From an optimization exercise on the open Yosys and OpenROAD flow, aimed at small area, a short achievable clock period and few clock cycles; shortcuts taken in it are not production practice. At most, simulation tests tie the RTL to the original design; equivalence was not proved. No functional check of the RTL was part of runs 5 to 7.

[design/flow/config.mk]
export PLATFORM = sky130hd
export DESIGN_NAME = kz_imgdigest
export DESIGN_NICKNAME = kz_imgdigest
export VERILOG_FILES = /design/flow/design.v
export SDC_FILE = /design/flow/constraint.sdc
export NUM_CORES = 4
export LEC_CHECK = 0
export CAP_MARGIN = 20
export CORE_MARGIN = 2
export CORE_UTILIZATION = 50
export SLEW_MARGIN = 20
export SYNTH_HIERARCHICAL = 1
[design/flow/constraint.sdc]
create_clock -name core_clock -period 10.0 [get_ports {clk}]
set_input_delay 2.0000 -clock core_clock [delete_from_list [all_inputs] [get_ports {clk}]]
set_output_delay 2.0000 -clock core_clock [all_outputs]
set_load 0.01 [all_outputs]
[design/flow/design.v]
module kz_imgdigest (
    input  wire         clk,
    input  wire         rst,         
    input  wire         in_valid,
    output wire         in_ready,
    input  wire [35:0]  in_w0,       
    input  wire [35:0]  in_w1,       
    input  wire         in_last,     
    output reg          out_valid,   
    output wire [255:0] digest       
);
    function [31:0] rotr(input [31:0] x, input integer n);
        rotr = (x >> n) | (x << (32 - n));
    endfunction
    function [31:0] bsig0(input [31:0] x);
        bsig0 = rotr(x, 2) ^ rotr(x, 13) ^ rotr(x, 22);
    endfunction
    function [31:0] bsig1(input [31:0] x);
        bsig1 = rotr(x, 6) ^ rotr(x, 11) ^ rotr(x, 25);
    endfunction
    function [31:0] ssig0(input [31:0] x);
        ssig0 = rotr(x, 7) ^ rotr(x, 18) ^ (x >> 3);
    endfunction
    function [31:0] ssig1(input [31:0] x);
        ssig1 = rotr(x, 17) ^ rotr(x, 19) ^ (x >> 10);
    endfunction
    function [63:0] csa(input [31:0] x, input [31:0] y, input [31:0] z);
        csa = {((x & y) | (x & z) | (y & z)) << 1, x ^ y ^ z};
    endfunction
    wire [5:0]  kidx;
    reg  [31:0] kt;
    always @* begin
        case (kidx)
            6'd0:  kt = 32'h428a2f98; 6'd1:  kt = 32'h71374491;
            6'd2:  kt = 32'hb5c0fbcf; 6'd3:  kt = 32'he9b5dba5;
            6'd4:  kt = 32'h3956c25b; 6'd5:  kt = 32'h59f111f1;
            6'd6:  kt = 32'h923f82a4; 6'd7:  kt = 32'hab1c5ed5;
            6'd8:  kt = 32'hd807aa98; 6'd9:  kt = 32'h12835b01;
            6'd10: kt = 32'h243185be; 6'd11: kt = 32'h550c7dc3;
            6'd12: kt = 32'h72be5d74; 6'd13: kt = 32'h80deb1fe;
            6'd14: kt = 32'h9bdc06a7; 6'd15: kt = 32'hc19bf174;
            6'd16: kt = 32'he49b69c1; 6'd17: kt = 32'hefbe4786;
            6'd18: kt = 32'h0fc19dc6; 6'd19: kt = 32'h240ca1cc;
            6'd20: kt = 32'h2de92c6f; 6'd21: kt = 32'h4a7484aa;
            6'd22: kt = 32'h5cb0a9dc; 6'd23: kt = 32'h76f988da;
            6'd24: kt = 32'h983e5152; 6'd25: kt = 32'ha831c66d;
            6'd26: kt = 32'hb00327c8; 6'd27: kt = 32'hbf597fc7;
            6'd28: kt = 32'hc6e00bf3; 6'd29: kt = 32'hd5a79147;
            6'd30: kt = 32'h06ca6351; 6'd31: kt = 32'h14292967;
            6'd32: kt = 32'h27b70a85; 6'd33: kt = 32'h2e1b2138;
            6'd34: kt = 32'h4d2c6dfc; 6'd35: kt = 32'h53380d13;
            6'd36: kt = 32'h650a7354; 6'd37: kt = 32'h766a0abb;
            6'd38: kt = 32'h81c2c92e; 6'd39: kt = 32'h92722c85;
            6'd40: kt = 32'ha2bfe8a1; 6'd41: kt = 32'ha81a664b;
            6'd42: kt = 32'hc24b8b70; 6'd43: kt = 32'hc76c51a3;
            6'd44: kt = 32'hd192e819; 6'd45: kt = 32'hd6990624;
            6'd46: kt = 32'hf40e3585; 6'd47: kt = 32'h106aa070;
            6'd48: kt = 32'h19a4c116; 6'd49: kt = 32'h1e376c08;
            6'd50: kt = 32'h2748774c; 6'd51: kt = 32'h34b0bcb5;
            6'd52: kt = 32'h391c0cb3; 6'd53: kt = 32'h4ed8aa4a;
            6'd54: kt = 32'h5b9cca4f; 6'd55: kt = 32'h682e6ff3;
            6'd56: kt = 32'h748f82ee; 6'd57: kt = 32'h78a5636f;
            6'd58: kt = 32'h84c87814; 6'd59: kt = 32'h8cc70208;
            6'd60: kt = 32'h90befffa; 6'd61: kt = 32'ha4506ceb;
            6'd62: kt = 32'hbef9a3f7; default: kt = 32'hc67178f2;
        endcase
    end
    localparam [255:0] IV = {
        32'h6a09e667, 32'hbb67ae85, 32'h3c6ef372, 32'ha54ff53a,
        32'h510e527f, 32'h9b05688c, 32'h1f83d9ab, 32'h5be0cd19
    };
    reg         act;         
    reg         ra;          
    reg  [5:0]  u;           
    reg         nb;          
    reg         fin;         
    reg  [3:0]  sc;          
    reg         fold;        
    reg         pro;         
    reg         foldx;       
    reg         prox;        
    reg         r61;         
    reg         r62;         
    reg         first;       
    reg         rq;          
    reg  [95:0] sq;          
    reg  [3:0]  occ;         
    reg         lastin;      
    reg         padded;      
    reg         late;        
    reg  [27:0] bc;          
    reg         rdy;
    reg  [31:0] R [0:15];    
    reg  [31:0] va, vb, vc, vd, ve, vf, vg, vh;
    reg  [31:0] H0, H1, H2, H3, H4, H5, H6, H7;
    assign in_ready = rdy;
    assign digest   = {H0, H1, H2, H3, H4, H5, H6, H7};
    wire ini    = out_valid | rq;             
    wire idle   = !act;
    wire uz     = (u == 6'd0);
    wire u63    = (u == 6'd63);
    wire umid   = (u >= 6'd1) & (u <= 6'd14);
    wire usch   = (u >= 6'd15) & (u <= 6'd62);
    wire occ4   = (occ >= 4'd4);
    wire avail  = padded | lastin | occ4;
    wire req    = pro | (ra & umid) | (fold & nb);
    wire opt    = (idle | (ra & u63 & !fin)) & avail;
    wire stall  = (sc != 4'd0) | (req & !avail);
    wire ins    = !stall & (req | opt);
    wire acc    = in_valid & rdy;
    wire [127:0] eq = {sq, 8'h80, 24'd0};
    reg  [31:0]  qw;
    always @* begin
        case (occ)
            4'd0:  qw = eq[31:0];
            4'd1:  qw = eq[39:8];
            4'd2:  qw = eq[47:16];
            4'd3:  qw = eq[55:24];
            4'd4:  qw = eq[63:32];
            4'd5:  qw = eq[71:40];
            4'd6:  qw = eq[79:48];
            4'd7:  qw = eq[87:56];
            4'd8:  qw = eq[95:64];
            4'd9:  qw = eq[103:72];
            4'd10: qw = eq[111:80];
            4'd11: qw = eq[119:88];
            default: qw = eq[127:96];
        endcase
    end
    wire lenw  = padded & !late & (u == 6'd14);     
    wire [31:0] mw = padded ? (lenw ? {1'b0, bc, 3'b000} : 32'd0) : qw;
    reg         act_n, ra_n, nb_n, fin_n, lastin_n;
    reg  [5:0]  u_n;
    reg  [3:0]  sc_n, occ_p;
    always @* begin
        act_n = act; ra_n = ra; u_n = u; nb_n = nb; fin_n = fin;
        if (sc != 4'd0)
            sc_n = sc + 4'd1;
        else if (req & !avail)
            sc_n = 4'd1;
        else
            sc_n = 4'd0;
        if (!stall) begin
            if (idle) begin
                if (opt) begin act_n = 1'b1; u_n = 6'd0; end
            end else if (!ra) begin
                ra_n = 1'b1; u_n = 6'd1;
            end else begin
                u_n = u + 6'd1;
                if (u63) nb_n = opt;
                if (uz) begin
                    fin_n = 1'b0;
                    nb_n  = 1'b0;
                    if (!nb) begin act_n = 1'b0; ra_n = 1'b0; u_n = 6'd63; end
                end
            end
        end
        if (ins & lenw) fin_n = 1'b1;
        occ_p = occ;
        if (ins & !padded) occ_p = occ4 ? occ - 4'd4 : 4'd0;
        lastin_n = lastin & !(ins & lenw);
    end
    assign kidx    = u + 6'd1;
    wire occ_n_le3 = (occ_p <= 4'd3);
    wire occ_n_le7 = (occ_p <= 4'd7);
    wire u_n_mid   = (u_n >= 6'd1) & (u_n <= 6'd14);
    wire sure_n    = (sc_n == 4'd0) &
                     (!act_n | (act_n & !ra_n) | (ra_n & u_n_mid) |
                      (ra_n & (u_n == 6'd0) & nb_n) |
                      (ra_n & (u_n == 6'd63) & !fin_n));
    wire rdy_n     = !lastin_n & (occ_n_le3 | (occ_n_le7 & sure_n));
    always @(posedge clk) begin
        if (rst) begin
            act <= 1'b0; ra <= 1'b0; u <= 6'd63; nb <= 1'b0; fin <= 1'b0;
            sc <= 4'd0; out_valid <= 1'b0;
            fold <= 1'b0; pro <= 1'b0; r61 <= 1'b0; r62 <= 1'b0;
            foldx <= 1'b0; prox <= 1'b0;
            first <= 1'b1;
            occ <= 4'd0; lastin <= 1'b0; padded <= 1'b0; late <= 1'b0;
            bc <= 28'd0; rdy <= 1'b0;
        end else begin
            act <= act_n; ra <= ra_n; u <= u_n; nb <= nb_n; fin <= fin_n;
            sc <= sc_n;
            fold <= ra_n & (u_n == 6'd0);
            if (!stall) begin
                foldx <= r62;
                prox  <= idle & opt;
            end
            pro  <= act_n & !ra_n;
            r61  <= ra_n & (u_n == 6'd62);
            r62  <= ra_n & (u_n == 6'd63);
            if (fold & !stall) first <= fin;
            out_valid <= fold & !stall & fin;
            rdy <= rdy_n & !acc;
            occ <= acc ? occ_p + 4'd9 : occ_p;
            if (acc) begin
                bc <= bc + 28'd9;
                if (in_last) lastin <= 1'b1;
            end
            if (ins) begin
                if (!padded) begin
                    if (!occ4) begin
                        padded <= 1'b1;
                        late   <= (u == 6'd13) | (u == 6'd14);
                    end else if (u63) begin
                        late   <= 1'b0;
                    end
                end else if (lenw) begin
                    padded <= 1'b0;
                    lastin <= 1'b0;
                    bc     <= 28'd0;
                    late   <= 1'b0;
                end else if (u63) begin
                    late   <= 1'b0;
                end
            end
        end
    end
    always @(posedge clk)
        if (acc) sq <= {sq[23:0], in_w0, in_w1};
    reg [31:0] kr;           
    always @(posedge clk) begin
        rq <= rst;
        if (!stall) kr <= kt;
    end
    wire [31:0] wsch = ssig1(R[14]) + R[9] + ssig0(R[1]) + R[0];
    integer i;
    always @(posedge clk) begin
        for (i = 0; i < 15; i = i + 1)
            R[i] <= R[i + 1];
        R[15] <= ins ? mw : (stall ? R[0] : wsch);
    end
    reg  [31:0] PA;          
    reg  [31:0] PE;          
    wire [31:0] hx  = foldx ? H6 : (prox ? vh : vg);
    wire [31:0] dx  = foldx ? H2 : (prox ? vd : vc);
    wire [31:0] h0s = first ? IV[255:224] : H0;
    wire [31:0] h0m = r62 ? h0s : 32'd0;
    wire [63:0] cp1 = csa(hx, kr, R[15]);
    wire [63:0] cp2 = csa(cp1[31:0], cp1[63:32], h0m);
    wire [31:0] pan = cp2[31:0] + cp2[63:32];
    wire [63:0] cq2 = csa(cp1[31:0], cp1[63:32], dx);
    wire [31:0] pen = cq2[31:0] + cq2[63:32];
    wire [31:0] h4f = (fold & first) ? IV[127:96] : H4;
    wire [31:0] h4e = fold ? h4f : 32'd0;
    wire [31:0] ch  = (ve & vf) ^ (~ve & vg);
    wire [31:0] s1  = bsig1(ve);
    wire [31:0] s0  = bsig0(va);
    wire [31:0] maj = (va & vb) ^ (va & vc) ^ (vb & vc);
    wire [63:0] ca1 = csa(maj, ch, PA);
    wire [63:0] ca2 = csa(s1, s0, ca1[31:0]);
    wire [63:0] ca3 = csa(ca2[31:0], ca2[63:32], ca1[63:32]);
    wire [31:0] an;
    kz_add32 u_adda (.a(ca3[31:0]), .b(ca3[63:32]), .s(an));
    wire [63:0] ce1 = csa(ch, PE, h4e);
    wire [63:0] ce2 = csa(s1, ce1[31:0], ce1[63:32]);
    wire [31:0] en;
    kz_add32 u_adde (.a(ce2[31:0]), .b(ce2[63:32]), .s(en));
    wire [31:0] iva = r61 ? IV[159:128] : (r62 ? IV[191:160] : IV[223:192]);
    wire [31:0] ive = r61 ? IV[31:0]    : (r62 ? IV[63:32]   : IV[95:64]);
    wire [31:0] sa  = (first ? iva : H3) + va;
    wire [31:0] se  = (first ? ive : H7) + ve;
    wire        hen = (r61 | r62 | fold) & !stall;
    wire [255:0] rn = fold ? {an, sa, H1, H2, en, se, H5, H6}
                           : {an, va, vb, vc, en, ve, vf, vg};
    wire         ld = ini;
    always @(posedge clk) begin
        if (!stall) begin
            PA <= pan;
            PE <= pen;
        end
        if (ld | (ra & !stall))
            {va, vb, vc, vd, ve, vf, vg, vh} <= ld ? IV : rn;
        if (fold & !stall) begin
            H0 <= an;
            H4 <= en;
        end
        if (hen) begin
            H1 <= sa; H2 <= H1; H3 <= H2;
            H5 <= se; H6 <= H5; H7 <= H6;
        end
    end
endmodule
module kz_add32 (
    input  wire [31:0] a,
    input  wire [31:0] b,
    output wire [31:0] s
);
    wire [31:0] g0, p0, g1, p1, g2, p2, g3, p3, g4, p4, g5;
    kz_pg        u0 (.a(a), .b(b), .g(g0), .p(p0));
    kz_ks #(1)   u1 (.gi(g0), .pi(p0), .go(g1), .po(p1));
    kz_ks #(2)   u2 (.gi(g1), .pi(p1), .go(g2), .po(p2));
    kz_ks #(4)   u3 (.gi(g2), .pi(p2), .go(g3), .po(p3));
    kz_ks #(8)   u4 (.gi(g3), .pi(p3), .go(g4), .po(p4));
    kz_ksg #(16) u5 (.gi(g4), .pi(p4), .go(g5));
    assign s = p0 ^ {g5[30:0], 1'b0};
endmodule
module kz_pg (
    input  wire [31:0] a,
    input  wire [31:0] b,
    output wire [31:0] g,
    output wire [31:0] p
);
    assign g = a & b;
    assign p = a ^ b;
endmodule
module kz_ks #(parameter D = 1) (
    input  wire [31:0] gi,
    input  wire [31:0] pi,
    output wire [31:0] go,
    output wire [31:0] po
);
    genvar k;
    generate
        for (k = 0; k < 32; k = k + 1) begin : n
            if (k >= D) begin : c
                assign go[k] = gi[k] | (pi[k] & gi[k - D]);
                assign po[k] = pi[k] & pi[k - D];
            end else begin : t
                assign go[k] = gi[k];
                assign po[k] = pi[k];
            end
        end
    endgenerate
endmodule
module kz_ksg #(parameter D = 16) (
    input  wire [31:0] gi,
    input  wire [31:0] pi,
    output wire [31:0] go
);
    genvar k;
    generate
        for (k = 0; k < 32; k = k + 1) begin : n
            if (k >= D) begin : c
                assign go[k] = gi[k] | (pi[k] & gi[k - D]);
            end else begin : t
                assign go[k] = gi[k];
            end
        end
    endgenerate
endmodule
[design/flow/flow/run.sh]
#!/bin/bash
set -uo pipefail
bash standard.sh \
  "BUFFER_PORTS_ARGS=-buffer_cell sky130_fd_sc_hd__buf_1" \
  "CTS_ARGS=-sink_clustering_enable -repair_clock_nets -dont_use_dummy_load -sink_clustering_size 24 -sink_clustering_max_diameter 80 -buf_list sky130_fd_sc_hd__clkbuf_16" \
  SETUP_SLACK_MARGIN=5.4 \
  finish > standard_make.log 2>&1
[design/flow/standard.sh]
#!/bin/bash
# synth_recipe.tcl (not shown) runs the flow's synth.tcl, then flattens the netlist and writes it again
# the make line also repeats each setting of config.mk as NAME=value (left out here)
make -C /OpenROAD-flow-scripts/flow DESIGN_CONFIG=/design/flow/config.mk WORK_HOME=/design/flow/orfs CLKGATE_MAP_FILE= SYNTH_SCRIPT=/design/flow/synth_recipe.tcl "${@:-finish}"
==> results.yml, run 1 <==
placed_design:
  dp.final_hpwl_um: 203400
  port_buffers: 333
  dpl.cell_count: 8097
  gp_congestion: 1.016
setup_path:
  path_class: "register to register"
  slowest_stage: "fa_2"
  cp_top_family: "adder cells"
  cp.required_ns: 10.38
  cp.arrival_ns: 5.01
  cp_common_cell: "a21o_1"
  startpoint_type: "register"
  cp_cell_sequence: "buf_4 -> buf_4 -> xnor2_1 -> fa_2 -> fa_2 -> ha_4 -> and2_1 -> and2_1 -> a21o_1 -> a21o_1 -> a21o_1 -> xor2_1 -> or3_1"
  slowest_delay_ns: 0.60
  critPathCaptureType: "register"
  path_max_fanout: 5
  critPathBufInv: 2
global_route:
  grt_pass1_vias: 48678
  grt_start_max_net_pins: 138
  grt_usage_pct: 37.34
  grt_pass1_wl_um: 371200
  antenna_found_initial: 14
  grt-ovfl-total: 0
timing:
  min_period_ns: 4.636
  tightest_slew_ns: 1.246
  fin_crit_sh_pct: 46.36
  max_freq_mhz: 215.7
  setup_tns_ns: 0
  finalSetupViolations: 0
  slew_viol_final: 0
  rsz0062_at_grt: "true"
  slew_headroom_pct: 16.09
  final_hold_viol_count: 0
  finClkSkew_ns: 0.1104
logic_synthesis:
  syn_inst: 6268
  syn-mean-instance-area_um2: 10.95
  ys_warn_count: 8
  syn_area_mm2: 0.06863
die:
  core_region_area_mm2: 0.1358
  dieHeight_um: 374.5
  fp-row-count: 135
  die_area_mm2: 0.1402
  pin_count: 334
  die_x_um: 374.5
  initial_core_util_pct: 50.53
final_layout:
  layout-drive-gt1-share_pct: 10.10
  layout.area.seq_mm2: 0.03267
  final.fill_count: 11896
  largest_register: "R"
  largest_reg_flops: 512
  area_growth_pct: 11.79
  top_regs: "R (512), sq (96)"
  layout_commonest_cell: "edfxtp_1"
  final-instance-count-excl-fill: 8368
  layout_common_cells: "704 x edfxtp_1, 529 x dfxtp_1, 491 x inv_1"
  multiInputGateArea_mm2: 0.03407
  nets: 7216
clocking:
  clk_pin_slew_ns: 0.07
  cts_tree: "done"
  htree_levels: 3
  cts_buffer_depth: 3
  cts-root-buf: "clkbuf_16"
  cts_buffers: 83
  cts.sinks: 1275
  cts-hold-fix-buffers: 0
  clock_latency_ns: 0.74
detailed_routing:
  drcViolationCount: 0
  wire_per_inst_um: 32.10
  drt_iter0_drc: 7002
  wl_um: 268600
  dr.pass1.iters: 9
  vias: 52391
  ant_nets: 0
  via_per_inst: 6.261
worst_hold_path:
  hp-class: "register to register"
job:
  max-cap-violations: 0
outcome:
  status: "no timing/DRC/antenna violations"
-- layer usage --
metal	global-route usage, %	up-vias	part of all wire [%]
met5	0	-	0.045
met4	16.27	20	5.2
met3	7.581	516	10
met2	54.50	3000	43
met1	53.76	26425	42
li1	-	22430	-
-- area by class of cell --
class	instances	area share, %
Clock buffer	83	2.707
Sequential cell	1275	42.59
Timing Repair Buffer	601	4.921
Antenna cell	2	0.006524
Multi-Input combinational cell	4126	44.41
Tap cell	1781	2.905
Inverter	500	2.466
-- per-stage QoR --
| stage | setup WS (ns) | area (µm²) | util, % | hold slack, ns |
|---|---|---|---|---|
| after global routing | 5.261 | 76710 | 56.48 | 0.2934 |
| after detailed placement | 4.012 | 71330 | 52.52 | 0.3121 |
| after floorplan | 3.321 | 68750 | - | 0.3096 |
| after CTS | 5.318 | 75440 | 55.55 | 0.2768 |
| final | 5.364 | 76710 | 56.49 | 0.2774 |
| after global placement | 4.035 | 71330 | 52.52 | 0.3095 |
-- worst paths after layout --
check / startpoint / endpoint / slack [ns] / depth (start not counted)
setup / recovery: ve[25] / va[29] / 5.36 / 13
hold / removal: R[12][16] / R[11][16] / 0.28 / 0
setup reg to reg: ve[25] / va[29] / 5.36 / 13
hold reg to reg: R[12][16] / R[11][16] / 0.28 / 0
-- what timing repair did --
item,CTS,global route
resized for setup,198,183
pin swaps,14,49
gates cloned,4,1
setup buffers,129,52
endpoints found under the setup margin,524,158
Testbench counts, summed over its fixed seeds: cycles 98,488.
==> run 2, diff against run 1 <==
--- a/design/flow/design.v
+++ b/design/flow/design.v
@@ -240,5 +240,7 @@
     wire [63:0] cp2 = csa(cp1[31:0], cp1[63:32], h0m);
-    wire [31:0] pan = cp2[31:0] + cp2[63:32];
+    wire [31:0] pan;
+    kz_add32 u_addpa (.a(cp2[31:0]), .b(cp2[63:32]), .s(pan));
     wire [63:0] cq2 = csa(cp1[31:0], cp1[63:32], dx);
-    wire [31:0] pen = cq2[31:0] + cq2[63:32];
+    wire [31:0] pen;
+    kz_add32 u_addpe (.a(cq2[31:0]), .b(cq2[63:32]), .s(pen));
     wire [31:0] h4f = (fold & first) ? IV[127:96] : H4;
--- a/design/flow/flow/run.sh
+++ b/design/flow/flow/run.sh
@@ -5,3 +5,3 @@
   "CTS_ARGS=-sink_clustering_enable -repair_clock_nets -dont_use_dummy_load -sink_clustering_size 24 -sink_clustering_max_diameter 80 -buf_list sky130_fd_sc_hd__clkbuf_16" \
-  SETUP_SLACK_MARGIN=5.4 \
+  SETUP_SLACK_MARGIN=5.7 \
   finish > standard_make.log 2>&1
==> run 2 against run 1 <==
Still clean on timing, DRC and antenna. Worst hold slack got worse by 0.0041 ns. Utilization increased by 0.52 points. First-iteration DRC count decreased by 6.0%. Wire length increased by 0.36%. Critical path depth increased by 2. Clock skew increased by 0.010 ns. Global-route usage decreased by 0.93 points. Critical endpoint is now R[15][31]. Largest cell class unchanged.
==> results.yml, run 2 <==
timing:
  min_period_ns: 4.536
  slew_viol_final: 0
  finalSetupViolations: 0
  slew_headroom_pct: 20.00
  rsz0062_at_grt: "true"
  finClkSkew_ns: 0.1208
  setup_tns_ns: 0
  fin_crit_sh_pct: 45.36
  final_hold_viol_count: 0
  tightest_slew_ns: 1.200
  max_freq_mhz: 220.4
global_route:
  grt_pass1_vias: 49136
  antenna_found_initial: 17
  grt-ovfl-total: 0
  grt_start_max_net_pins: 137
  grt_pass1_wl_um: 370000
  grt_usage_pct: 36.42
final_layout:
  layout_commonest_cell: "edfxtp_1"
  final.fill_count: 11995
  top_regs: "R (512), sq (96)"
  fin_util_pct: 57.00
  nets: 7406
  area_growth_pct: 13.01
  layout_common_cells: "704 x edfxtp_1, 567 x a21o_1, 521 x dfxtp_1"
  largest_reg_flops: 512
  layout-drive-gt1-share_pct: 12.55
  largest_register: "R"
logic_synthesis:
  syn_inst: 6435
  syn_area_mm2: 0.07047
  ys_warn_count: 8
  syn-mean-instance-area_um2: 10.95
setup_path:
  startpoint: "R[14][19]"
  cp.required_ns: 10.60
  path_max_fanout: 4
  r2r_setup_slack_ns: 5.46
  critPathCaptureType: "register"
  r2r_end: "R[15][31]"
  cp.arrival_ns: 5.14
  reg2reg_from: "R[14][19]"
  startpoint_type: "register"
  critPathCapture: "R[15][31]"
  reg2regPathDepth: 15
  path_class: "register to register"
detailed_routing:
  wl_met1_um: 113100
  vias: 53139
  wire_per_inst_um: 31.15
  wl_met2_um: 116600
  dr.pass1.iters: 6
  drt_iter0_drc: 6579
  via_per_inst: 6.140
  drcViolationCount: 0
  wl_um: 269500
  dr.max_layer_used: "met5"
  ant_nets: 0
  routed-wl-met3_um: 26810
die:
  pin_count: 334
  die_area_mm2: 0.1439
  core_region_area_mm2: 0.1397
  die_x_um: 379.4
  fp-row-count: 137
  dieHeight_um: 379.4
  initial_core_util_pct: 50.44
clocking:
  cts-hold-fix-buffers: 0
  cts.sinks: 1275
  htree_levels: 3
  cts_buffer_depth: 3
  clk_pin_slew_ns: 0.09
  cts-root-buf: "clkbuf_16"
  clock_latency_ns: 0.76
  cts_tree: "done"
  cts_buffers: 82
placed_design:
  gp_congestion: 1.025
  port_buffers: 333
  dp.final_hpwl_um: 203600
worst_hold_path:
  hp-class: "register to register"
outcome:
  status: "no timing/DRC/antenna violations"
job:
  max-cap-violations: 0
-- run 2: routing by layer --
layer  GRT usage, %  vias to the layer above
li1               -                    22958
met1          51.87                    26724
met2          54.07                     2935
met3          7.571                      500
met4          14.68                       22
met5              0                        -
-- run 2: how the worst min path moves through the flow --
stage | start | to | slack, ns | cells past startpoint
detailed placement | R[12][21] | R[11][21] | 0.31 | 0
global placement | R[7][15] | R[6][15] | 0.31 | 0
floorplan | R[11][0] | R[10][0] | 0.31 | 0
global route | R[11][1] | R[10][1] | 0.27 | 0
CTS | R[13][22] | R[12][22] | 0.25 | 0
finish | R[11][1] | R[10][1] | 0.27 | 0
-- run 2: final cells by class --
cell class | instances | area, µm² | area share, %
clock buffers | 82 | 2052 | 2.577
repair buffers | 676 | 4429 | 5.562
well taps | 1876 | 2347 | 2.948
diodes | 7 | 17.52 | 0.02200
flip-flops and latches | 1275 | 32710 | 41.07
inverters | 418 | 1587 | 1.992
multi-input cells | 4320 | 36490 | 45.83
-- run 2: worst max-delay path: stages, from the launching register on --
cell and delay [ns]:
dfxtp_4 0.39, xnor2_4 0.22, xnor2_4 0.12, fa_2 0.59, fa_2 0.46, ha_4 0.20
a2111oi_4 0.35, o21ai_1 0.15, o2111a_2 0.21, o21a_1 0.21, o31a_1 0.30, o31a_1 0.32
o21a_1 0.21, o21a_1 0.21, or3_1 0.33, nand3_2 0.14
-- run 2: timing repair --
action,in CTS,in global routing
resized for setup,356,204
setup endpoints to repair,471,252
pin swaps,95,125
buffers inserted,176,93
hold endpoints to repair,0,0
cloned,1,2
-- run 2: through the flow --
stage                     hold WS, ns  setup WS, ns  std cells  cell area [µm²]
after floorplan                0.3096         3.736       6439            70570
after global placement         0.3096         4.334       8293            72610
after detailed placement       0.3121         4.464       8293            72630
after CTS                      0.2529         5.462       8552            77830
after global routing           0.2687         5.369       8647            79620
final                          0.2734         5.464       8654            79640
Testbench counts of run 2, summed over its fixed seeds: cycles 98,488.
==> run 3, diff against run 2 <==
--- a/design/flow/flow/run.sh
+++ b/design/flow/flow/run.sh
@@ -5,3 +5,3 @@
   "CTS_ARGS=-sink_clustering_enable -repair_clock_nets -dont_use_dummy_load -sink_clustering_size 24 -sink_clustering_max_diameter 80 -buf_list sky130_fd_sc_hd__clkbuf_16" \
-  SETUP_SLACK_MARGIN=5.7 \
+  SETUP_SLACK_MARGIN=5.4 \
   finish > standard_make.log 2>&1
==> run 3 against run 2 <==
Non-clock buffer count fell by 109. Maximum frequency fell by 1.6%. Sequential cell count stayed put. Largest cell class unchanged.
==> results.yml, run 3 <==
die:
  die_area_mm2: 0.1439
  pin_count: 334
  initial_core_util_pct: 50.44
  core_region_area_mm2: 0.1397
  die_x_um: 379.4
  dieHeight_um: 379.4
  fp-row-count: 137
global_route:
  antenna_found_initial: 15
  gr-max-usage-layer: "met2"
  grt_pass1_vias: 48620
  use_met3_pct: 8.945
  grt-ovfl-total: 0
  use_met1_pct: 50.21
  grt_pass1_wl_um: 364300
  grt.met2_usage_pct: 52.83
  grt_start_max_net_pins: 150
  grt_usage_pct: 35.87
timing:
  finClkSkew_ns: 0.1207
  max_freq_mhz: 216.9
  tightest_slew_ns: 1.306
  final_hold_viol_count: 0
  slew_viol_final: 0
  min_period_ns: 4.610
  slew_headroom_pct: 12.94
  finalSetupViolations: 0
  rsz0062_at_grt: "true"
  setup_tns_ns: 0
  fin_crit_sh_pct: 46.10
clocking:
  cts_tree: "done"
  htree_levels: 3
  cts.sinks: 1275
  clk_pin_slew_ns: 0.09
  clock_latency_ns: 0.76
  cts-root-buf: "clkbuf_16"
  cts-hold-fix-buffers: 0
  cts_buffers: 79
  cts_buffer_depth: 3
final_layout:
  final_area_mm2: 0.07739
  layout_commonest_cell: "edfxtp_1"
  layout-drive-gt1-share_pct: 8.844
  top_regs: "R (512), sq (96)"
  nets: 7295
  area_growth_pct: 9.830
  final-instance-count-excl-fill: 8540
  largest_register: "R"
  largest_reg_flops: 512
  layout_common_cells: "704 x edfxtp_1, 568 x a21o_1, 524 x dfxtp_1"
placed_design:
  dpl.cell_count: 8297
  dp.final_hpwl_um: 202900
  port_buffers: 333
  dpl-instance-area_mm2: 0.07263
  gp_congestion: 0.9981
detailed_routing:
  wire_per_inst_um: 31.01
  drcViolationCount: 0
  dr.pass1.iters: 7
  ant_nets: 0
  via_per_inst: 6.074
  drt_iter0_drc: 6457
  vias: 51871
  wl_um: 264800
setup_path:
  reg2regPathDepth: 14
  critPathCaptureType: "register"
  cp.arrival_ns: 5.23
  path_max_fanout: 6
  startpoint_type: "register"
  path_class: "register to register"
  cp.required_ns: 10.62
worst_hold_path:
  hp-class: "register to register"
  min_path_cells: 0
logic_synthesis:
  syn_area_mm2: 0.07047
  syn-mean-instance-area_um2: 10.95
  ys_warn_count: 8
  syn_inst: 6435
job:
  max-cap-violations: 0
outcome:
  status: "no timing/DRC/antenna violations"
## run 3: cell count changes in the layout (fill, tap and decap cells not counted), sizes merged
cell      previous run  this run
bufbuf               1         0
clkinvlp             2         1
diode                7         4
buf                672       567
nor2               354       355
inv                415       416
clkbuf              85        79
## run 3: timing repair
| item | 4_1_cts | 5_1_grt |
|---|---|---|
| setup buffers | 97 | 61 |
| gates cloned | 1 | 0 |
| gates resized for setup | 170 | 130 |
| setup endpoints to repair | 252 | 118 |
| pin swaps | 8 | 40 |
## run 3: area by class of cell
class,instances,area (µm²)
Multi-Input combinational cell,4321,35500
Inverter,418,1583
Timing Repair Buffer,567,3304
Sequential cell,1275,32680
Fill cell,12258,62310
Tap cell,1876,2347
Clock buffer,79,1977
Antenna cell,4,10.01
## run 3: stage by stage
step | worst slack [ns] | util (%) | hold slack [ns]
after floorplan | 3.736 | - | 0.3096
after global placement | 4.263 | 51.98 | 0.3097
after detailed placement | 4.521 | 51.99 | 0.3121
after CTS | 5.400 | 54.48 | 0.2317
after global routing | 5.277 | 55.39 | 0.2115
final | 5.390 | 55.40 | 0.2353
## run 3: final timing paths
path | start | end | slack (ns)
max | R[14][28] | R[15][31] | 5.39
min | R[11][1] | R[10][1] | 0.24
max reg2reg | R[14][28] | R[15][31] | 5.39
min reg2reg | R[11][1] | R[10][1] | 0.24
## run 3: metal layers
metal | part of all wire [%] | vias up
met2 | 43 | 2756
met3 | 10 | 490
met4 | 5.0 | 8
met1 | 42 | 25891
li1 | - | 22726
met5 | 0.020 | -
## run 3: worst max-delay path, cell delays in order (launching register included)
cell	delay (ns)
dfxtp_4	0.39
xnor2_2	0.16
xnor2_2	0.31
fa_1	0.49
fa_1	0.50
ha_2	0.31
or3_1	0.41
o2111a_2	0.17
o21a_1	0.20
o31a_1	0.35
o31a_1	0.33
o21a_1	0.21
o21a_1	0.21
or3_4	0.35
nand3_4	0.11
==> run 4, diff against run 3 <==
--- a/design/flow/config.mk
+++ b/design/flow/config.mk
@@ -9,3 +9,4 @@
 export CORE_MARGIN = 2
-export CORE_UTILIZATION = 50
+export CORE_UTILIZATION = 60
+export PLACE_DENSITY = 0.7
 export SLEW_MARGIN = 20
==> run 4 against run 3 <==
Synthesized cell count is the same. Maximum frequency shrank 1.9%. Critical endpoint is now va[30]. Largest cell class unchanged.
==> results.yml, run 4 <==
clocking:
  cts_tree: "done"
  clk_pin_slew_ns: 0.09
  htree_levels: 3
  cts.sinks: 1275
  cts_buffer_depth: 3
  clock_latency_ns: 0.69
  cts-root-buf: "clkbuf_16"
  cts_buffers: 72
timing:
  final_hold_viol_count: 0
  max_freq_mhz: 212.9
  rsz0062_at_grt: "true"
  min_period_ns: 4.697
  fin_crit_sh_pct: 46.97
  slew_headroom_pct: 25.63
  finClkSkew_ns: 0.07801
  setup_tns_ns: 0
  finalSetupViolations: 0
  slew_viol_final: 0
  tightest_slew_ns: 1.116
  setup_ws_ns: 5.303
global_route:
  grt_pass1_wl_um: 354800
  grt_start_max_net_pins: 192
  grt-ovfl-total: 0
  grt_usage_pct: 41.07
  grt_pass1_vias: 49569
  antenna_found_initial: 13
die:
  die_x_um: 346.7
  die_area_mm2: 0.1202
  initial_core_util_pct: 60.56
  dieHeight_um: 346.7
  core_region_area_mm2: 0.1164
  fp-row-count: 125
  pin_count: 334
placed_design:
  dp.final_hpwl_um: 192000
  post-place-ws_ns: 4.407
  dpl.cell_count: 7938
  port_buffers: 333
  gp_congestion: 1.083
detailed_routing:
  ant_nets: 0
  drcViolationCount: 0
  drt_iter0_drc: 7866
  via_per_inst: 6.507
  vias: 53172
  wl_um: 254600
  dr.pass1.iters: 11
  wire_per_inst_um: 31.15
worst_hold_path:
  whs_endpoint: "R[5][30]"
  hold_path_startpoint: "R[6][30]"
  min_path_cells: 0
  hp-class: "register to register"
setup_path:
  cp.required_ns: 10.39
  r2r_setup_slack_ns: 5.30
  startpoint_type: "register"
  r2r_end: "va[30]"
  path_max_fanout: 4
  reg2reg_from: "ve[26]"
  reg2regPathDepth: 12
  critPathCaptureType: "register"
  path_class: "register to register"
  cp.arrival_ns: 5.09
outcome:
  status: "no timing/DRC/antenna violations"
final_layout:
  top_regs: "R (512), sq (96)"
  layout.area.seq_mm2: 0.03264
  final-instance-count-excl-fill: 8172
  final.fill_count: 9045
  multiInputGateArea_mm2: 0.03534
  largest_register: "R"
  area_growth_pct: 8.615
  layout_common_cells: "704 x edfxtp_1, 568 x a21o_1, 537 x dfxtp_1"
  largest_reg_flops: 512
  layout_commonest_cell: "edfxtp_1"
  layout-drive-gt1-share_pct: 8.043
  nets: 7274
  fin_util_pct: 65.77
logic_synthesis:
  syn-mean-instance-area_um2: 10.95
  syn_area_mm2: 0.07047
  syn_inst: 6435
  ys_warn_count: 8
job:
  max-cap-violations: 0
run 4: cell type report:
class | instances | area share [%]
Antenna cell | 9 | 0.02943
Sequential cell | 1275 | 42.65
Tap cell | 1524 | 2.491
Timing Repair Buffer | 554 | 4.231
Inverter | 418 | 2.068
Clock buffer | 72 | 2.354
Multi-Input combinational cell | 4320 | 46.17
run 4: through the flow:
step | hold slack [ns] | cell area (µm²)
CTS | 0.3060 | 75340
finish | 0.3019 | 76540
global route | 0.3070 | 76520
floorplan | 0.3096 | 70570
detailed placement | 0.3121 | 72140
global placement | 0.3096 | 72130
run 4: worst max-delay path: stages (launching register included):
cell	delay (ns)
edfxtp_1	0.55
buf_4	0.25
xnor2_1	0.72
fa_2	0.65
fa_1	0.60
ha_4	0.23
a21o_1	0.22
a21o_1	0.18
a21o_1	0.17
a21o_1	0.17
a21o_1	0.20
xor2_1	0.16
or3_1	0.34
run 4: what timing repair did:
| item | in CTS | in global routing |
|---|---|---|
| setup endpoints to repair | 420 | 317 |
| gates resized for setup | 148 | 120 |
| pin swaps | 2 | 21 |
| cloned | 0 | 0 |
| hold buffers | 0 | 0 |
| buffers inserted | 98 | 53 |
run 4: how the worst max path moves through the flow:
stage	start	end	slack [ns]	depth (start not counted)
floorplan	u[0]	va[0]	3.74	10
global placement	r62	vb[28]	4.31	12
detailed placement	first	vb[28]	4.41	14
CTS	r61	vb[28]	5.32	14
global route	r61	vb[28]	5.27	15
finish	ve[26]	va[30]	5.30	12
run 4: layer usage:
metal	global-route usage (%)	up-vias	wire length (µm)
met2	59.84	3823	108200
met5	0	-	55
met3	11.20	727	32770
met4	20.82	10	16040
li1	-	22702	-
met1	56.46	25910	97560
==> run 5, diff against run 4 <==
--- a/design/flow/design.v
+++ b/design/flow/design.v
@@ -262,4 +262,5 @@
     wire [31:0] ive = r61 ? IV[31:0]    : (r62 ? IV[63:32]   : IV[95:64]);
-    wire [31:0] sa  = (first ? iva : H3) + va;
-    wire [31:0] se  = (first ? ive : H7) + ve;
+    wire [31:0] sa, se;
+    kz_add32 u_adds (.a(first ? iva : H3), .b(va), .s(sa));
+    kz_add32 u_addt (.a(first ? ive : H7), .b(ve), .s(se));
     wire        hen = (r61 | r62 | fold) & !stall;
--- a/design/flow/config.mk
+++ b/design/flow/config.mk
@@ -9,4 +9,3 @@
 export CORE_MARGIN = 2
-export CORE_UTILIZATION = 60
-export PLACE_DENSITY = 0.7
+export CORE_UTILIZATION = 50
 export SLEW_MARGIN = 20
==> run 5 against run 4 <==
Still clean. Sequential cell count unchanged. Die area grew 23%. Design area rose by 2.3%. Critical path depth rose by 1. Non-clock buffer count increased by 2. Register-to-register slack better by 0.13 ns. Final cell count up 5.9%. Area after synthesis rose by 2.5%. Critical path type unchanged. Critical endpoint unchanged. Largest cell class unchanged.
==> results.yml, run 5 <==
outcome:
  status: "no timing/DRC/antenna violations"
timing:
  slew_viol_final: 0
  finalSetupViolations: 0
  slew_headroom_pct: 26.46
  holdWs_ns: 0.2474
  tightest_slew_ns: 1.103
  fin_crit_sh_pct: 45.72
  final_hold_viol_count: 0
  rsz0062_at_grt: "true"
  min_period_ns: 4.572
  max_freq_mhz: 218.7
  setup_tns_ns: 0
  finClkSkew_ns: 0.1251
clocking:
  cts_buffers: 82
  cts.sinks: 1275
  cts_buffer_depth: 3
  clock_latency_ns: 0.76
  cts-root-buf: "clkbuf_16"
  clk_pin_slew_ns: 0.10
  cts_tree: "done"
  htree_levels: 3
final_layout:
  final_area_mm2: 0.07830
  largest_register: "R"
  final.fill_count: 12670
  layout.area.seq_mm2: 0.03260
  nets: 7384
  layout_commonest_cell: "a21o_1"
  top_regs: "R (512), sq (96)"
  layout_common_cells: "786 x a21o_1, 704 x edfxtp_1, 622 x and2_1"
  layout-drive-gt1-share_pct: 6.801
  area_growth_pct: 8.403
  largest_reg_flops: 512
  fin_util_pct: 54.57
  multiInputGateArea_mm2: 0.03656
detailed_routing:
  vias: 52514
  ant_nets: 0
  wl_um: 275900
  via_per_inst: 6.066
  wire_per_inst_um: 31.87
  dr.pass1.iters: 8
  drt_iter0_drc: 6419
  drcViolationCount: 0
setup_path:
  cp.arrival_ns: 5.01
  startpoint_type: "register"
  slowest_delay_ns: 0.53
  cp.required_ns: 10.44
  slowest_stage: "fa_1"
  path_class: "register to register"
  cp_cell_sequence: "mux2i_4 -> fa_1 -> inv_1 -> fa_1 -> fa_1 -> ha_2 -> and2_1 -> and2_1 -> and2_1 -> a21o_1 -> a21o_1 -> xor2_1 -> or3_1"
  critPathBufInv: 1
  path_max_fanout: 4
  cp_top_family: "adder cells"
  critPathCaptureType: "register"
global_route:
  grt_pass1_vias: 50453
  grt-ovfl-total: 0
  grt_usage_pct: 36.74
  antenna_found_initial: 14
  grt_start_max_net_pins: 126
  grt_pass1_wl_um: 383600
worst_hold_path:
  hp-class: "register to register"
die:
  pin_count: 334
  die_x_um: 384.1
  core_region_area_mm2: 0.1435
  initial_core_util_pct: 50.34
  dieHeight_um: 384.1
  fp-row-count: 139
  die_area_mm2: 0.1475
placed_design:
  gp_congestion: 1.010
  dp.final_hpwl_um: 215300
  dpl-instance-area_mm2: 0.07415
  port_buffers: 333
logic_synthesis:
  syn_inst: 6588
  syn-mean-instance-area_um2: 10.96
  syn_area_mm2: 0.07223
  ys_warn_count: 8
job:
  max-cap-violations: 0
-- run 5: final timing paths --
| path | slack [ns] | to | startpoint | cells after the start |
|---|---|---|---|---|
| min | 0.25 | R[11][27] | R[12][27] | 0 |
| max reg2reg | 5.43 | va[30] | ve[12] | 13 |
| max | 5.43 | va[30] | ve[12] | 13 |
| min reg2reg | 0.25 | R[11][27] | R[12][27] | 0 |
-- run 5: per-layer routing --
metal  vias to the layer above  wire (µm)  global-route usage, %
met5                         -         37                      0
met1                     26427     113300                  49.80
met3                       439      21640                  5.848
li1                      23009          -                      -
met2                      2633     126200                  57.98
met4                         6      14710                  16.78
-- run 5: what timing repair did --
item                       in CTS  in global routing
hold buffers                    0                  0
pin swaps                       3                 18
gates cloned                    1                  1
setup endpoints to repair     412                324
resized for setup             106                 68
buffers inserted               67                 76
-- run 5: layout make-up --
| type | count | area share, % |
|---|---|---|
| inverter | 387 | 1.873 |
| timing repair buffer | 556 | 4.120 |
| sequential | 1275 | 41.63 |
| antenna | 5 | 0.01598 |
| clock buffer | 82 | 2.621 |
| tap | 1903 | 3.041 |
| multi-input combinational | 4449 | 46.70 |
-- run 5: metrics by stage --
step                      std cells  setup WS, ns
after floorplan                6592         3.136
after global placement         8425         4.617
after detailed placement       8425         4.577
after CTS                      8575         5.331
after global routing           8652         5.360
final                          8657         5.428
==> run 6, diff against run 5 <==
--- a/design/flow/design.v
+++ b/design/flow/design.v
@@ -79,4 +79,4 @@
     reg         pro;         
-    reg         foldx;       
-    reg         prox;        
+    reg  [3:0]  foldx;
+    reg  [3:0]  prox;
     reg         r61;         
@@ -176,3 +176,4 @@
             fold <= 1'b0; pro <= 1'b0; r61 <= 1'b0; r62 <= 1'b0;
-            foldx <= 1'b0; prox <= 1'b0;
+            foldx[0] <= 1'b0; prox[0] <= 1'b0;
+            foldx[2] <= 1'b0; prox[2] <= 1'b0;
             first <= 1'b1;
@@ -185,5 +186,7 @@
             if (!stall) begin
-                foldx <= r62;
-                prox  <= idle & opt;
+                foldx[0] <= r62;
+                prox[0]  <= idle & opt;
             end
+            foldx[2] <= ra & (stall ? uz : u63);
+            prox[2]  <= stall ? pro : (idle & opt);
             pro  <= act_n & !ra_n;
@@ -220,2 +223,10 @@
         if (acc) sq <= {sq[23:0], in_w0, in_w1};
+    always @(posedge clk) begin
+        if (!stall) begin
+            foldx[1] <= r62;
+            prox[1]  <= idle & opt;
+        end
+        foldx[3] <= ra & (stall ? uz : u63);
+        prox[3]  <= stall ? pro : (idle & opt);
+    end
     reg [31:0] kr;           
@@ -234,4 +245,10 @@
     reg  [31:0] PE;          
-    wire [31:0] hx  = foldx ? H6 : (prox ? vh : vg);
-    wire [31:0] dx  = foldx ? H2 : (prox ? vd : vc);
+    reg  [31:0] hx, dx;
+    integer j;
+    always @* begin
+        for (j = 0; j < 32; j = j + 1) begin
+            hx[j] = foldx[j / 8] ? H6[j] : (prox[j / 8] ? vh[j] : vg[j]);
+            dx[j] = foldx[j / 8] ? H2[j] : (prox[j / 8] ? vd[j] : vc[j]);
+        end
+    end
     wire [31:0] h0s = first ? IV[255:224] : H0;
@@ -240,7 +257,5 @@
     wire [63:0] cp2 = csa(cp1[31:0], cp1[63:32], h0m);
-    wire [31:0] pan;
-    kz_add32 u_addpa (.a(cp2[31:0]), .b(cp2[63:32]), .s(pan));
+    wire [31:0] pan = cp2[31:0] + cp2[63:32];
     wire [63:0] cq2 = csa(cp1[31:0], cp1[63:32], dx);
-    wire [31:0] pen;
-    kz_add32 u_addpe (.a(cq2[31:0]), .b(cq2[63:32]), .s(pen));
+    wire [31:0] pen = cq2[31:0] + cq2[63:32];
     wire [31:0] h4f = (fold & first) ? IV[127:96] : H4;
@@ -262,5 +277,4 @@
     wire [31:0] ive = r61 ? IV[31:0]    : (r62 ? IV[63:32]   : IV[95:64]);
-    wire [31:0] sa, se;
-    kz_add32 u_adds (.a(first ? iva : H3), .b(va), .s(sa));
-    kz_add32 u_addt (.a(first ? ive : H7), .b(ve), .s(se));
+    wire [31:0] sa  = (first ? iva : H3) + va;
+    wire [31:0] se  = (first ? ive : H7) + ve;
     wire        hen = (r61 | r62 | fold) & !stall;
==> design/flow/flow/run.sh (replaced) <==
#!/bin/bash
set -uo pipefail
bash standard.sh \
  "BUFFER_PORTS_ARGS=-buffer_cell sky130_fd_sc_hd__buf_2" \
  "CTS_ARGS=-sink_clustering_enable -repair_clock_nets -dont_use_dummy_load -sink_clustering_size 20 -sink_clustering_max_diameter 70 -buf_list sky130_fd_sc_hd__clkbuf_16" \
  SETUP_SLACK_MARGIN=5.4 \
  finish > standard_make.log 2>&1
--- a/design/flow/config.mk
+++ b/design/flow/config.mk
@@ -10,2 +10,5 @@
 export CORE_UTILIZATION = 50
+export CTS_BUF_LIST = sky130_fd_sc_hd__clkbuf_16
+export CTS_CLUSTER_DIAMETER = 70
+export CTS_CLUSTER_SIZE = 20
 export SLEW_MARGIN = 20
==> run 6 against run 5 <==
Clock skew increased by 0.0052 ns. Design area decreased by 0.77%. Area after synthesis down 5.1%. Critical path depth grew 3. Worst setup slack lost 0.22 ns. Largest cell class unchanged. Sequential cell count increased by 6. Global-route usage fell by 0.81 points.
==> results.yml, run 6 <==
clocking:
  cts-root-buf: "clkbuf_16"
  clk_pin_slew_ns: 0.08
  cts.sinks: 1281
  cts_buffers: 100
  cts-hold-fix-buffers: 0
  htree_levels: 3
  cts_tree: "done"
  cts_buffer_depth: 3
  clock_latency_ns: 0.77
final_layout:
  largest_reg_flops: 512
  area_growth_pct: 13.29
  layout_common_cells: "706 x edfxtp_1, 540 x dfxtp_1, 480 x inv_1"
  layout-drive-gt1-share_pct: 15.90
  top_regs: "R (512), sq (96)"
  layout_commonest_cell: "edfxtp_1"
  largest_register: "R"
  nets: 7188
global_route:
  grt_pass1_vias: 47934
  grt-ovfl-total: 0
  antenna_found_initial: 18
  grt_pass1_wl_um: 359000
  grt_usage_pct: 35.93
  grt_start_max_net_pins: 125
die:
  core_region_area_mm2: 0.1358
  pin_count: 334
  fp-row-count: 135
  die_x_um: 374.3
  initial_core_util_pct: 50.50
  die_area_mm2: 0.1401
  dieHeight_um: 374.3
detailed_routing:
  vias: 51492
  ant_nets: 0
  via_per_inst: 6.173
  routed-wl-met3_um: 26150
  drcViolationCount: 0
  wl_met2_um: 109300
  dr.max_layer_used: "met5"
  drt_iter0_drc: 7399
  wl_met1_um: 113200
  wire_per_inst_um: 31.04
  wl_um: 259000
  dr.pass1.iters: 8
timing:
  fin_crit_sh_pct: 47.90
  max_freq_mhz: 208.8
  tightest_slew_ns: 1.202
  final_hold_viol_count: 0
  setup_tns_ns: 0
  finClkSkew_ns: 0.1303
  rsz0062_at_grt: "true"
  slew_headroom_pct: 19.03
  slew_viol_final: 0
  min_period_ns: 4.790
  finalSetupViolations: 0
  holdWs_ns: 0.2755
logic_synthesis:
  ys_warn_count: 8
  syn_inst: 6210
  syn-mean-instance-area_um2: 11.04
  syn_area_mm2: 0.06858
setup_path:
  critPathCaptureType: "register"
  path_class: "register to register"
  cp.required_ns: 10.41
  cp.arrival_ns: 5.20
  startpoint: "prox[2]"
  startpoint_type: "register"
  reg2reg_from: "prox[2]"
  path_max_fanout: 7
job:
  max-cap-violations: 0
placed_design:
  gp_congestion: 1.031
  port_buffers: 333
  dp.final_hpwl_um: 199600
outcome:
  status: "no timing/DRC/antenna violations"
worst_hold_path:
  hold_path_startpoint: "R[13][0]"
  hp-class: "register to register"
## run 6: cell count changes in the layout (fill, tap and decap cells not counted), moves of 25 or more
cell / change
a21o_1: -432
and2_1: -394
buf_2: +333
buf_1: -332
o21ai_0: +109
inv_1: +101
xor2_1: -88
a21oi_1: +69
xnor2_1: +52
nand2_1: +43
buf_4: +36
a21oi_2: +28
nand3_1: +25
## run 6: per-stage QoR
step	cells	setup slack, ns	instance area (µm²)	util (%)
floorplan	6212	5.039	68770	-
global placement	8036	4.552	71700	52.79
finish	8342	5.210	77690	57.21
detailed placement	8037	4.388	71710	52.80
global route	8336	5.106	77680	57.20
CTS	8264	5.263	76280	56.17
## run 6: path summary, 6_finish.rpt
kind	endpoint	depth (start not counted)	slack, ns
max	PE[29]	16	5.21
min	R[12][0]	0	0.28
max reg2reg	PE[29]	16	5.21
min reg2reg	R[12][0]	0	0.28
## run 6: area by class of cell
cell class,instances,area (µm²)
diodes,6,15.01
clock buffers,100,2502
fillers,11617,58110
inverters,493,1873
multi-input cells,4072,34160
flip-flops and latches,1281,32790
well taps,1781,2228
repair buffers,609,4123
## run 6: critical path: stages, from the launching register on
cell and delay [ns]:
dfxtp_1 0.32, buf_12 0.14, buf_12 0.14, mux2i_1 0.12, o21ai_0 0.91, fa_1 0.59, ha_1 0.41, and3_1 0.20
nand3_1 0.15, nor2_1 0.25, nand3_1 0.12, a211o_1 0.32, a311oi_4 0.30, a31o_2 0.23, a21o_1 0.13, a21oi_2 0.05
xnor2_1 0.14
## run 6: metal layers
| metal | vias to the layer above | GRT usage (%) |
|---|---|---|
| met1 | 25826 | 53.72 |
| met5 | - | 0 |
| met4 | 4 | 11.95 |
| met2 | 2917 | 51.81 |
| li1 | 22302 | - |
| met3 | 443 | 7.360 |
## run 6: repair_timing
item | 4_1_cts | 5_1_grt
setup buffers | 127 | 71
cloned | 0 | 1
pin swaps | 35 | 62
setup endpoints to repair | 275 | 316
gates resized for setup | 231 | 163
==> run 7, diff against run 6 <==
--- a/design/flow/design.v
+++ b/design/flow/design.v
@@ -84,2 +84,3 @@
     reg         first;       
+    reg         first1, first2;    
     reg         rq;          
@@ -235,4 +236,15 @@
         if (!stall) kr <= kt;
-    end
-    wire [31:0] wsch = ssig1(R[14]) + R[9] + ssig0(R[1]) + R[0];
+        if (rq)
+            first1 <= 1'b1;
+        else if (fold & !stall)
+            first1 <= fin;
+        if (rst | rq)
+            first2 <= 1'b1;
+        else if (fold & !stall)
+            first2 <= fin;
+    end
+    wire [63:0] cw1  = csa(R[0], R[9], ssig0(R[1]));
+    wire [63:0] cw2  = csa(cw1[31:0], cw1[63:32], ssig1(R[14]));
+    wire [31:0] wsch;
+    kz_add32 u_addw (.a(cw2[31:0]), .b(cw2[63:32]), .s(wsch));
     integer i;
@@ -253,3 +265,3 @@
     end
-    wire [31:0] h0s = first ? IV[255:224] : H0;
+    wire [31:0] h0s = first1 ? IV[255:224] : H0;
     wire [31:0] h0m = r62 ? h0s : 32'd0;
@@ -260,3 +272,3 @@
     wire [31:0] pen = cq2[31:0] + cq2[63:32];
-    wire [31:0] h4f = (fold & first) ? IV[127:96] : H4;
+    wire [31:0] h4f = (fold & first1) ? IV[127:96] : H4;
     wire [31:0] h4e = fold ? h4f : 32'd0;
@@ -278,3 +290,3 @@
     wire [31:0] sa  = (first ? iva : H3) + va;
-    wire [31:0] se  = (first ? ive : H7) + ve;
+    wire [31:0] se  = (first2 ? ive : H7) + ve;
     wire        hen = (r61 | r62 | fold) & !stall;
==> run 7 against run 6 <==
Sequential cell count up 2. Non-clock buffer count is 14 lower. Still clean on timing, DRC and antenna. Critical path type unchanged. Final cell count is 1.9% higher. Die area rose by 1.5%. Design area is 0.52% higher. Utilization decreased by 0.55 points. First-iteration DRC count is 10% lower.
==> results.yml, run 7 <==
worst_hold_path:
  hold_path_startpoint: "R[10][12]"
  hp-class: "register to register"
  whs_endpoint: "R[9][12]"
  min_path_cells: 0
die:
  fp-row-count: 136
  pin_count: 334
  dieHeight_um: 377.2
  core_region_area_mm2: 0.1378
  initial_core_util_pct: 50.53
  die_x_um: 377.2
  die_area_mm2: 0.1423
timing:
  finalSetupViolations: 0
  max_freq_mhz: 213.3
  fin_crit_sh_pct: 46.87
  tightest_slew_ns: 1.143
  slew_headroom_pct: 22.96
  final_hold_viol_count: 0
  min_period_ns: 4.687
  finClkSkew_ns: 0.1028
  rsz0062_at_grt: "true"
  setup_tns_ns: 0
  slew_viol_final: 0
final_layout:
  largest_reg_flops: 512
  nets: 7335
  final_area_mm2: 0.07809
  area_growth_pct: 12.12
  layout_common_cells: "706 x edfxtp_1, 570 x dfxtp_1, 475 x inv_1"
  top_regs: "R (512), sq (96)"
  layout_commonest_cell: "edfxtp_1"
  fin_util_pct: 56.66
  layout-drive-gt1-share_pct: 14.04
  largest_register: "R"
  final-instance-count-excl-fill: 8501
clocking:
  htree_levels: 3
  cts-root-buf: "clkbuf_16"
  cts-hold-fix-buffers: 0
  cts_buffers: 103
  cts_tree: "done"
  clk_pin_slew_ns: 0.08
  cts.sinks: 1283
  cts_buffer_depth: 3
  clock_latency_ns: 0.76
logic_synthesis:
  syn-mean-instance-area_um2: 10.90
  ys_warn_count: 8
  syn_area_mm2: 0.06965
  syn_inst: 6389
setup_path:
  cp.arrival_ns: 5.13
  startpoint_type: "register"
  path_max_fanout: 6
  startpoint: "ve[5]"
  r2r_setup_slack_ns: 5.31
  reg2reg_from: "ve[5]"
  reg2regPathDepth: 14
  path_class: "register to register"
  critPathCaptureType: "register"
  r2r_end: "va[25]"
  cp.required_ns: 10.44
outcome:
  status: "no timing/DRC/antenna violations"
global_route:
  grt_pass1_wl_um: 357200
  grt_usage_pct: 35.33
  grt_pass1_vias: 48474
  grt-ovfl-total: 0
  grt_start_max_net_pins: 133
  antenna_found_initial: 12
detailed_routing:
  dr.pass1.iters: 9
  drcViolationCount: 0
  wl_um: 256300
  via_per_inst: 6.072
  vias: 51620
  wire_per_inst_um: 30.14
  drt_iter0_drc: 6636
  ant_nets: 0
placed_design:
  dp.final_hpwl_um: 195700
  gp_congestion: 1.028
  dpl-instance-area_mm2: 0.07261
  port_buffers: 333
  dpl.cell_count: 8217
job:
  max-cap-violations: 0
-- run 7: metrics by stage --
| step | hold slack (ns) | setup WS [ns] |
|---|---|---|
| 6_report | 0.2530 | 5.313 |
| 5_1_grt | 0.2446 | 5.178 |
| 4_1_cts | 0.2422 | 5.334 |
| 3_5_place_dp | 0.3121 | 3.992 |
| 3_3_place_gp | 0.3095 | 4.023 |
| 2_1_floorplan | 0.3096 | 3.662 |
-- run 7: area by class of cell --
cell class / count / area, µm²
Fill cell: 11882 / 59740
Multi-Input combinational cell: 4234 / 34620
Clock buffer: 103 / 2577
Sequential cell: 1283 / 32770
Antenna cell: 6 / 15.01
Inverter: 486 / 1832
Tap cell: 1794 / 2245
Timing Repair Buffer: 595 / 4038
-- run 7: worst max-delay path by stage --
stage | end
global route | PA[28]
global placement | PA[30]
detailed placement | PA[30]
floorplan | va[0]
finish | va[25]
CTS | PA[30]
-- run 7: critical path: stages, from the launching register on --
cell,delay [ns]
edfxtp_1,0.39
buf_8,0.17
buf_4,0.14
xnor2_1,0.12
xnor2_1,0.78
fa_1,0.56
fa_1,0.55
ha_4,0.23
and2_1,0.22
a21o_1,0.21
a21o_1,0.21
a21o_1,0.18
a21o_1,0.16
xor2_1,0.17
or3_1,0.32
-- run 7: repair_timing --
action | in CTS | in global routing
resized for setup | 157 | 120
endpoints found under the setup margin | 164 | 95
cloned | 0 | 1
setup buffers | 112 | 62
pin swaps | 26 | 72
-- run 7: layer usage --
| metal | routed length (µm) | track usage [%] | share of wire (%) |
|---|---|---|---|
| met5 | 27 | 0 | 0.011 |
| met4 | 10230 | 11.89 | 4.0 |
| met3 | 25390 | 7.325 | 9.9 |
| met2 | 108600 | 51.06 | 42 |
| met1 | 112000 | 52.55 | 44 |

==> re-timing with driven ports <==
The flow's constraints put no driver on any port. The routed layouts listed below were extracted and timed again, unchanged, in two steps. Step 1 assumes that a clkbuf_16 drives the clock port and a buf_2 every other input. Step 2, shift: input delay + t, output delay - t, t = (earliest + latest rising clock arrival at the registers) / 2. This alone moves slack from input paths to output paths. Slacks: ideal / step 1 / step 2; pairs: ideal / step 1.
run	t (ns)	slack for setup (ns)	latest minus earliest clock arrival (ns)	worst data-port slew with drivers (ns)
run 1	0.772	5.364 / 5.364 / 5.364	0.112 / 0.112	0.07
run 2	0.765	5.464 / 5.464 / 5.464	0.149 / 0.149	0.05
run 3	0.775	5.390 / 5.390 / 5.390	0.140 / 0.140	0.05
run 4	0.732	5.303 / 5.303 / 5.303	0.081 / 0.081	0.05
run 5	0.778	5.428 / 5.428 / 5.251	0.126 / 0.126	0.06
run 6	0.784	5.210 / 5.210 / 4.956	0.131 / 0.132	0.06
run 7	0.794	5.313 / 5.313 / 5.313	0.127 / 0.126	0.05
After both steps setup and hold are still met in every run listed. For run 6, which loses most, drivers alone change the setup slack by 0.000 ns; drivers and shift together by -0.254 ns.
